From an optimization exercise on the open Yosys and OpenROAD flow, aimed at small area, a short achievable clock period and few clock cycles per item; shortcuts taken in it are not production practice. Function was checked by simulation only, so behaviour that the tests miss may differ from the original.

`flow/run.sh`:
```
#!/bin/bash
# synth_recipe.tcl (not shown) runs the flow's synth.tcl, then flattens the netlist and writes it again
# the make line also repeats each setting of config.mk as NAME=value (left out here)
make -C /OpenROAD-flow-scripts/flow DESIGN_CONFIG=/design/flow/config.mk WORK_HOME=/design/flow/orfs CLKGATE_MAP_FILE= SYNTH_SCRIPT=/design/flow/synth_recipe.tcl finish
```
`flow/config.mk`:
```
export PLATFORM = sky130hd
export DESIGN_NAME = peat_enc
export DESIGN_NICKNAME = peat_enc
export VERILOG_FILES = /design/flow/design.v
export SDC_FILE = /design/flow/constraint.sdc
export NUM_CORES = 4
export LEC_CHECK = 0
export CAP_MARGIN = 20
export CORE_MARGIN = 2
export CORE_UTILIZATION = 40
export SLEW_MARGIN = 20
```
`flow/constraint.sdc`:
```
create_clock -name core_clock -period 55.0 [get_ports {clk}]
set_input_delay 11.0000 -clock core_clock [delete_from_list [all_inputs] [get_ports {clk}]]
set_output_delay 11.0000 -clock core_clock [all_outputs]
set_load 0.01 [all_outputs]
```
`flow/design.v`:
```
module peat_enc (
    input  wire        clk,
    input  wire        rst,
    input  wire        in_valid,
    output wire        in_ready,
    input  wire [15:0] in_v,         
    input  wire [15:0] in_up,        
    input  wire        in_last,      
    input  wire [4:0]  cfg_b,        
    input  wire [1:0]  cfg_n,        
    input  wire        cfg_bayer,
    input  wire        cfg_restart,
    output reg         rec_valid,
    output reg  [15:0] rec_x,
    output wire        out_valid,
    input  wire        out_ready,
    output wire [7:0]  out_data,
    output wire        out_last
);
    localparam S_COLLECT = 2'd0;
    localparam S_DECIDE  = 2'd1;
    localparam S_EMIT    = 2'd2;
    reg [1:0] state;
    reg        line_first;
    reg [4:0]  b_q;
    reg [1:0]  n_q;
    reg        bayer_q;
    reg        restart_q;
    wire        accept = in_valid && in_ready;
    wire [4:0]  b_cur       = line_first ? cfg_b       : b_q;
    wire [1:0]  n_cur       = line_first ? cfg_n       : n_q;
    wire        bayer_cur   = line_first ? cfg_bayer   : bayer_q;
    wire        restart_cur = line_first ? cfg_restart : restart_q;
    reg [1:0]  xpos;           
    reg [15:0] rec1, rec2;     
    reg [15:0] raw1, raw2;     
    reg [15:0] up1, up2;       
    reg [16:0] m_mem   [0:63];
    reg [15:0] x_mem   [0:63];
    reg [15:0] rec_mem [0:63];
    reg [6:0]  cnt;            
    reg        seg_last;       
    reg [11:0] cost [0:13];
    reg        all_zero;
    reg [3:0]  k_sel;
    wire [15:0] half  = 16'd1 << (b_cur - 5'd1);
    wire [16:0] top   = (17'd1 << b_cur) - 17'd1;
    wire [15:0] x_in  = in_v >> (5'd16 - b_cur);
    wire        d2    = bayer_cur;
    wire        x_lt_d = d2 ? (xpos < 2'd2) : (xpos < 2'd1);
    wire [15:0] rec_d = d2 ? rec2 : rec1;
    wire [15:0] up_d  = d2 ? up2  : up1;
    reg [15:0] pa, pb, pc;
    always @(*) begin
        if (restart_cur) begin
            if (x_lt_d) begin
                pa = half; pb = half; pc = half;
            end else begin
                pa = rec_d; pb = rec_d; pc = rec_d;
            end
        end else if (x_lt_d) begin
            pa = in_up; pb = in_up; pc = in_up;
        end else begin
            pa = rec_d; pb = in_up; pc = up_d;
        end
    end
    wire [15:0] mx = (pa > pb) ? pa : pb;
    wire [15:0] mn = (pa > pb) ? pb : pa;
    reg  [16:0] pred;
    always @(*) begin
        if (pc >= mx)      pred = {1'b0, mn};
        else if (pc <= mn) pred = {1'b0, mx};
        else               pred = {1'b0, pa} + {1'b0, pb} - {1'b0, pc};
    end
    wire signed [17:0] err    = $signed({2'b00, x_in}) - $signed({1'b0, pred});
    wire        [17:0] abs_e  = err[17] ? -err : err;
    wire        [3:0]  step   = {1'b0, n_cur, 1'b1};           
    wire        [17:0] qmag   = (abs_e + n_cur) / step;
    wire signed [17:0] q      = err[17] ? -$signed(qmag) : $signed(qmag);
    wire signed [21:0] recon  = $signed({5'd0, pred}) + q * $signed({1'b0, step});
    wire        [15:0] x_rec  = recon[21] ? 16'd0 :
                                (recon > $signed({5'd0, top})) ? top[15:0] : recon[15:0];
    wire               q_neg  = err[17] && (qmag != 18'd0);
    wire        [16:0] m_val  = q_neg ? (qmag[16:0] << 1) - 17'd1 : (qmag[16:0] << 1);
    reg [11:0] best_cost;
    reg [3:0]  best_k;
    wire [11:0] raw_cost = cnt * b_q;
    integer i;
    always @(*) begin
        best_cost = cost[0];
        best_k    = 4'd0;
        for (i = 1; i < 14; i = i + 1) begin
            if (cost[i] < best_cost) begin
                best_cost = cost[i];
                best_k    = i[3:0];
            end
        end
        if (all_zero) begin
            best_cost = 12'd0;
            best_k    = 4'd14;
        end
        if (raw_cost < best_cost) begin
            best_cost = raw_cost;
            best_k    = 4'd15;
        end
    end
    reg        hdr_done;       
    reg [6:0]  eidx;           
    reg [63:0] acc;            
    reg [6:0]  fill;
    wire [16:0] e_m   = m_mem[eidx[5:0]];
    wire [15:0] e_x   = x_mem[eidx[5:0]];
    wire [15:0] e_rec = rec_mem[eidx[5:0]];
    wire [16:0] e_u   = e_m >> k_sel;
    reg [40:0] code;
    reg [5:0]  code_len;
    always @(*) begin
        code     = 41'd0;
        code_len = 6'd0;
        if (!hdr_done) begin
            code     = {37'd0, k_sel};
            code_len = 6'd4;
        end else if (k_sel == 4'd15) begin
            code     = {25'd0, e_x};
            code_len = {1'b0, b_q};
        end else if (k_sel == 4'd14) begin
            code     = 41'd0;
            code_len = 6'd0;
        end else if (e_u < 17'd24) begin
            code     = ((((41'd1 << e_u) - 41'd1) << 1) << k_sel) | (e_m & ((17'd1 << k_sel) - 17'd1));
            code_len = e_u[5:0] + 6'd1 + {2'b0, k_sel};
        end else begin
            code     = (41'hFF_FFFF << (b_q + 5'd1)) | e_m;
            code_len = 6'd25 + {1'b0, b_q};
        end
    end
    wire        codes_left = !hdr_done || (eidx < cnt);
    wire        out_fire   = out_valid && out_ready;
    wire [6:0]  fill_after = out_fire ? fill - 7'd8 : fill;
    wire        code_fire  = (state == S_EMIT) && codes_left &&
                             (fill_after + code_len <= 7'd64);
    wire [63:0] acc_after  = out_fire ? (acc << 8) : acc;
    wire [63:0] code_aligned = ({23'd0, code} << (7'd64 - fill_after - code_len));
    assign out_valid = ((fill > 7'd8) ||
                        ((fill == 7'd8) && !((state == S_EMIT) && seg_last && codes_left))) ||
                       ((state == S_EMIT) && !codes_left && seg_last && (fill != 7'd0));
    assign out_data  = acc[63:56];
    assign out_last  = (state == S_EMIT) && !codes_left && seg_last && (fill <= 7'd8);
    assign in_ready  = (state == S_COLLECT);
    always @(posedge clk) begin
        if (rst) begin
            state      <= S_COLLECT;
            line_first <= 1'b1;
            b_q        <= 5'd8;
            n_q        <= 2'd0;
            bayer_q    <= 1'b0;
            restart_q  <= 1'b1;
            xpos       <= 2'd0;
            rec1       <= 16'd0;
            rec2       <= 16'd0;
            raw1       <= 16'd0;
            raw2       <= 16'd0;
            up1        <= 16'd0;
            up2        <= 16'd0;
            cnt        <= 7'd0;
            seg_last   <= 1'b0;
            all_zero   <= 1'b1;
            k_sel      <= 4'd0;
            hdr_done   <= 1'b0;
            eidx       <= 7'd0;
            acc        <= 64'd0;
            fill       <= 7'd0;
            rec_valid  <= 1'b0;
            rec_x      <= 16'd0;
            for (i = 0; i < 14; i = i + 1)
                cost[i] <= 12'd0;
        end else begin
            rec_valid <= 1'b0;
            case (state)
                S_COLLECT: begin
                    if (accept) begin
                        if (line_first) begin
                            b_q       <= cfg_b;
                            n_q       <= cfg_n;
                            bayer_q   <= cfg_bayer;
                            restart_q <= cfg_restart;
                        end
                        line_first   <= in_last;
                        xpos         <= in_last ? 2'd0 : (xpos == 2'd2 ? 2'd2 : xpos + 2'd1);
                        rec1         <= x_rec;
                        rec2         <= rec1;
                        raw1         <= x_in;
                        raw2         <= raw1;
                        up1          <= in_up;
                        up2          <= up1;
                        m_mem[cnt[5:0]]   <= m_val;
                        x_mem[cnt[5:0]]   <= x_in;
                        rec_mem[cnt[5:0]] <= x_rec;
                        cnt          <= cnt + 7'd1;
                        all_zero     <= all_zero && (m_val == 17'd0);
                        for (i = 0; i < 14; i = i + 1) begin
                            if ((m_val >> i) < 17'd24)
                                cost[i] <= cost[i] + (m_val >> i) + 12'd1 + i;
                            else
                                cost[i] <= cost[i] + 12'd25 + b_cur;
                        end
                        if (in_last || cnt == 7'd63) begin
                            seg_last <= in_last;
                            state    <= S_DECIDE;
                        end
                    end
                end
                S_DECIDE: begin
                    k_sel    <= best_k;
                    hdr_done <= 1'b0;
                    eidx     <= 7'd0;
                    if (best_k == 4'd15) begin
                        rec1 <= raw1;
                        rec2 <= raw2;
                    end
                    state <= S_EMIT;
                end
                S_EMIT: begin
                    if (code_fire) begin
                        if (!hdr_done) begin
                            hdr_done <= 1'b1;
                        end else begin
                            eidx      <= eidx + 7'd1;
                            rec_valid <= 1'b1;
                            rec_x     <= (k_sel == 4'd15) ? e_x : e_rec;
                        end
                    end
                    if (!codes_left && (!seg_last || fill == 7'd0 ||
                                        (out_fire && fill <= 7'd8))) begin
                        cnt      <= 7'd0;
                        all_zero <= 1'b1;
                        for (i = 0; i < 14; i = i + 1)
                            cost[i] <= 12'd0;
                        state    <= S_COLLECT;
                    end
                end
                default: state <= S_COLLECT;
            endcase
            if (out_fire || code_fire) begin
                acc  <= acc_after | (code_fire ? code_aligned : 64'd0);
                fill <= fill_after + (code_fire ? {1'b0, code_len} : 7'd0);
            end
            if (out_fire && out_last) begin
                acc  <= 64'd0;
                fill <= 7'd0;
            end
        end
    end
endmodule
```
==> notes.md <==
repair_timing:
| item | CTS | global route |
|---|---|---|
| setup buffers | 0 | 59 |
| endpoints found under the setup margin | 0 | 1117 |
| hold buffers | 0 | 0 |
| gates resized for setup | 0 | 156 |
through the flow:
step	TNS [ns]	cell area, µm²	hold WS, ns	utilization (%)
after global routing	-21.77	201000	0.472	45.7
final	0	201000	0.454	45.7
after detailed placement	-335.70	189000	0.448	42.8
after CTS	0	200000	0.456	45.4
after floorplan	0	178000	0.432	-
after global placement	0	188000	0.441	42.7
worst max-delay path by stage:
| stage | endpoint | slack [ns] | start | depth (start not counted) |
|---|---|---|---|---|
| 2_1_floorplan | rec1[3]$_SDFFE_PP0P_ | 0.01 | cfg_b[0] | 233 |
| 3_3_place_gp | rec_mem[34][9]$_DFFE_PP_ | 0.40 | cfg_b[1] | 216 |
| 3_5_place_dp | rec_mem[18][8]$_DFFE_PP_ | -0.57 | cfg_b[1] | 210 |
| 4_1_cts | rec_mem[0][8]$_DFFE_PP_ | 0.19 | cfg_b[2] | 209 |
| 5_1_grt | rec_mem[19][2]$_DFFE_PP_ | -0.10 | cfg_b[1] | 219 |
| 6_report | rec_mem[61][10]$_DFFE_PP_ | 2.22 | cfg_b[1] | 215 |
area by class of cell:
| type | instances | area [µm²] |
|---|---|---|
| antenna | 3 | 7.51 |
| clock buffer | 472 | 9850 |
| clock inverter | 195 | 1520 |
| fill | 38800 | 239000 |
| inverter | 705 | 2650 |
| multi-input combinational | 7730 | 72000 |
| sequential | 3529 | 102000 |
| tap | 5904 | 7390 |
| timing repair buffer | 689 | 6010 |
worst register-to-register path: cells and delay by family, from the launching register on:
| family | cells | cell delay (ns) |
|---|---|---|
| mux | 8 | 2.01 |
| flops | 1 | 0.90 |
| xor+xnor | 11 | 1.62 |
| fa+ha+maj | 28 | 8.37 |
| buf+inv | 18 | 2.48 |
| simple gates | 69 | 13.00 |
| compound gates | 80 | 14.68 |
metal layers:
metal | track usage (%) | vias to the layer above | share of wire [%]
li1 | - | 49500 | -
met1 | 34.3 | 58900 | 41
met2 | 37.9 | 5260 | 46
met3 | 4.71 | 832 | 9.8
met4 | 6.17 | 14 | 3.1
met5 | 0 | - | 0.022
state kept, by name (all words and copies together) (netlist names), 64 cells and up, named ones only:
name     cells
acc         64
cost       168
m_mem     1088
rec_mem   1024
x_mem     1024
cell families (layout without fill, tap and decap cells):
group                      count (synthesis)  in the layout  share of synthesized area (%)
xor gates and xnor gates                 372            372                           1.87
buffers and inverters                   1338           2061                           2.93
and+or+nand+nor                         2720           2723                           7.17
muxes                                   1465           1465                           15.5
other                                      0              3                              0
DFF                                     3529           3529                           57.7
AOI/OAI and AO/OA                       2290           2296                           8.23
adders and majority gates                874            874                           6.60
cell usage after synthesis, types with 231 or more instances:
master / instances / area, µm²
nand2_1: 918 / 3450
nor2_1: 812 / 3050
dfxtp_1: 393 / 7870
inv_1: 695 / 2610
ha_1: 771 / 9650
edfxtp_1: 3136 / 94200
o21ai_0: 421 / 2110
mux4_2: 1009 / 22700
clkbuf_1: 425 / 1600
a21oi_1: 716 / 3580
xnor2_1: 231 / 2020
mux2i_1: 336 / 3360
==> notes.md <==
- Dividing the synthesized area by the synthesized cell count gives 14.1 µm².
- The count of different cell masters after synthesis is 133.
- The remaining routing DRC violations is 0.
- For the worst setup path, the data arrival time is 53.48 ns.
- The dominant cell type by count on the critical path is ha_1.
- The category of the most critical setup path is primary input to register.
- The clock skew is roughly 0.13 ns.
- The final count of pins violating max slew was 0.
- The number of global-route vias before repair was ~110k.
- The final cell count without fillers is just under 20,000.
- For this block, the via count after detailed routing is approximately 110k.
- The number of antenna violations at the first check in global routing came to 30.
- The clock tree from TritonCTS is built.
- The tool flagged a number of max-cap violations equal to 0.
- Of all nets on the critical path, the largest fanout is 16.
- The root buffer cell is clkbuf_16.
- The number of buffers on the longest clock path is 4.
- The cell count of the worst hold path is 2.
- The mapped netlist covers between 0.15 and 0.2 mm².
- The number of storage elements in the synthesis netlist is 3,529.
- In this run the critical register-to-register path is captured at rec_mem[61][10]$_DFFE_PP_.
- The worst path required time is 55.69 ns.
- The total I/O pin count is 74.
- The path with the worst hold slack has its endpoint at up2[14]$_SDFFE_PP0P_.
- The transition time of the tightest slew-check pin is ~1.3 ns.
- The first detailed-routing pass ran for 8 iterations.
- The run finished with no timing, DRC or antenna violations.
- The first global-routing pass estimated just under 800 mm of wire.
- The minimum clock period is roughly 53 ns.
- For this run, asynchronously set or reset flops after synthesis account for 0%.
- The initial detailed-routing violation count is around 14,000.
- The worst setup path is captured at a register.
- The clock transition at the registers of the reported paths is approximately 0.06 ns.
- The count of port buffers added during placement is 73.
- The cell family contributing the most delay on the critical path is compound AO/OA/AOI/OAI gates.
- The worst hold path begins at up2[14]$_SDFFE_PP0P_.
- The share of the cycle needed by the critical path after routing is 96.0%.
- The critical path contains buffers and inverters numbering 19 combined.
- Measured along the x axis, the die boundary spans about 670 µm.
- The total number of placement rows is 244.
- The setup slack on the worst flop-to-flop path is 11.74 ns.
- From synthesis to final layout, the design area changed by 13.9%.
- In the final design database the tool counted 13,900 nets.
- The worst setup path is launched from a primary input.
- The sequential area share after synthesis is 57.7%.
- The CTS buffer count is approximately 370.
- Entering global routing, the biggest net connects 110 pins.
- The die boundary height is approximately 670 µm.
- The mean routed wirelength per cell is around 29 µm.
- On the worst path, the slowest cell contributes a delay of ~0.51 ns.
- In this run, synthesis inferred about 3,100 flip-flops with an integrated enable.
- The final hold violation count is 0.
- The cell count after synthesis came out at about 13,000.
- In this run the number of H-tree levels came out at 5.
- After detailed placement, the design holds a cell count of ~18,000.
- For this block, the routed nets add up to 554 mm of wire.
- Dividing the detail-routed via count by the number of cells gives a little under 6.
- The final estimated routing congestion in global placement is just over 0.9.
- Of the cells placed in the final design, the portion with a size suffix greater than 1 is between 20% and 30%.
- The post-route worst setup slack is around 2.2 ns.
- The maximum frequency from static timing analysis is 0.0189 GHz.
- The starting density of the core is 40.1%.
- The worst min-delay path category is register to register.
- The startpoint identified for the worst register-to-register timing path is line_first$_SDFFE_PP1P_.
- Global routing consumed, over all layers together, around a quarter of the routing resources.
- The cell count of the worst reg-to-reg path is ~210.
- Among all stages on the critical path, the largest delay is contributed by fa_1.
- The final number of setup-violating endpoints is 0.
- The most common cell after layout, fill and taps aside is edfxtp_1.
- The placed wire-length estimate is around 350 mm.
- The clock reaches the later pin of the worst-skew pair after about 1 ns.
- The floorplan step defined a die boundary enclosing between 0.4 and 0.5 mm².
- The worst max-slew margin expressed relative to the limit is between 10% and 20%.
- For this run, the leading register cell type out of synthesis is edfxtp_1.
- The pre-CTS setup slack is -0.571 ns.
- The count of nets left with antenna violations after detail routing is 0.
- Counting every sink on the clock net gives 3,529.
- Yosys printed 2 warnings.
- The library cells used most frequently in the layout, excluding fill and tap cells, are 3,136 x edfxtp_1, 1,009 x mux4_2, 907 x nand2_1.
- The number of nets in the synthesized netlist is between 10,000 and 15,000.
- The core box area is between 0.4 and 0.5 mm².
- The remaining global-route overflow is 0.
Testbench counts, summed over its fixed seeds: cycles 196,670, samples 95,644.

==> afterwards: timing with drivers on the ports <==
How much do the figures lean on ideal ports? The routed layout below was timed once more, with nothing changed but the port constraints.
Step 1: set_driving_cell puts a clkbuf_16 on clk and a buf_2 on each other input, an assumption about the parent block.
Step 2, shift: input delay + t, output delay - t, t = (earliest + latest rising clock arrival at the registers) / 2. This alone moves slack from input paths to output paths.
Three values: ideal, step 1, step 2; two values: the first two.
t, ns: 1.070
setup WS [ns]: 2.219 / 2.257 / 1.187
worst setup path after step 2: input to register
worst data-port slew with drivers (ns): 0.13
After both steps this run still meets setup and hold. The setup slack of this run moves by +0.038 ns with the drivers and by -1.032 ns with both steps.
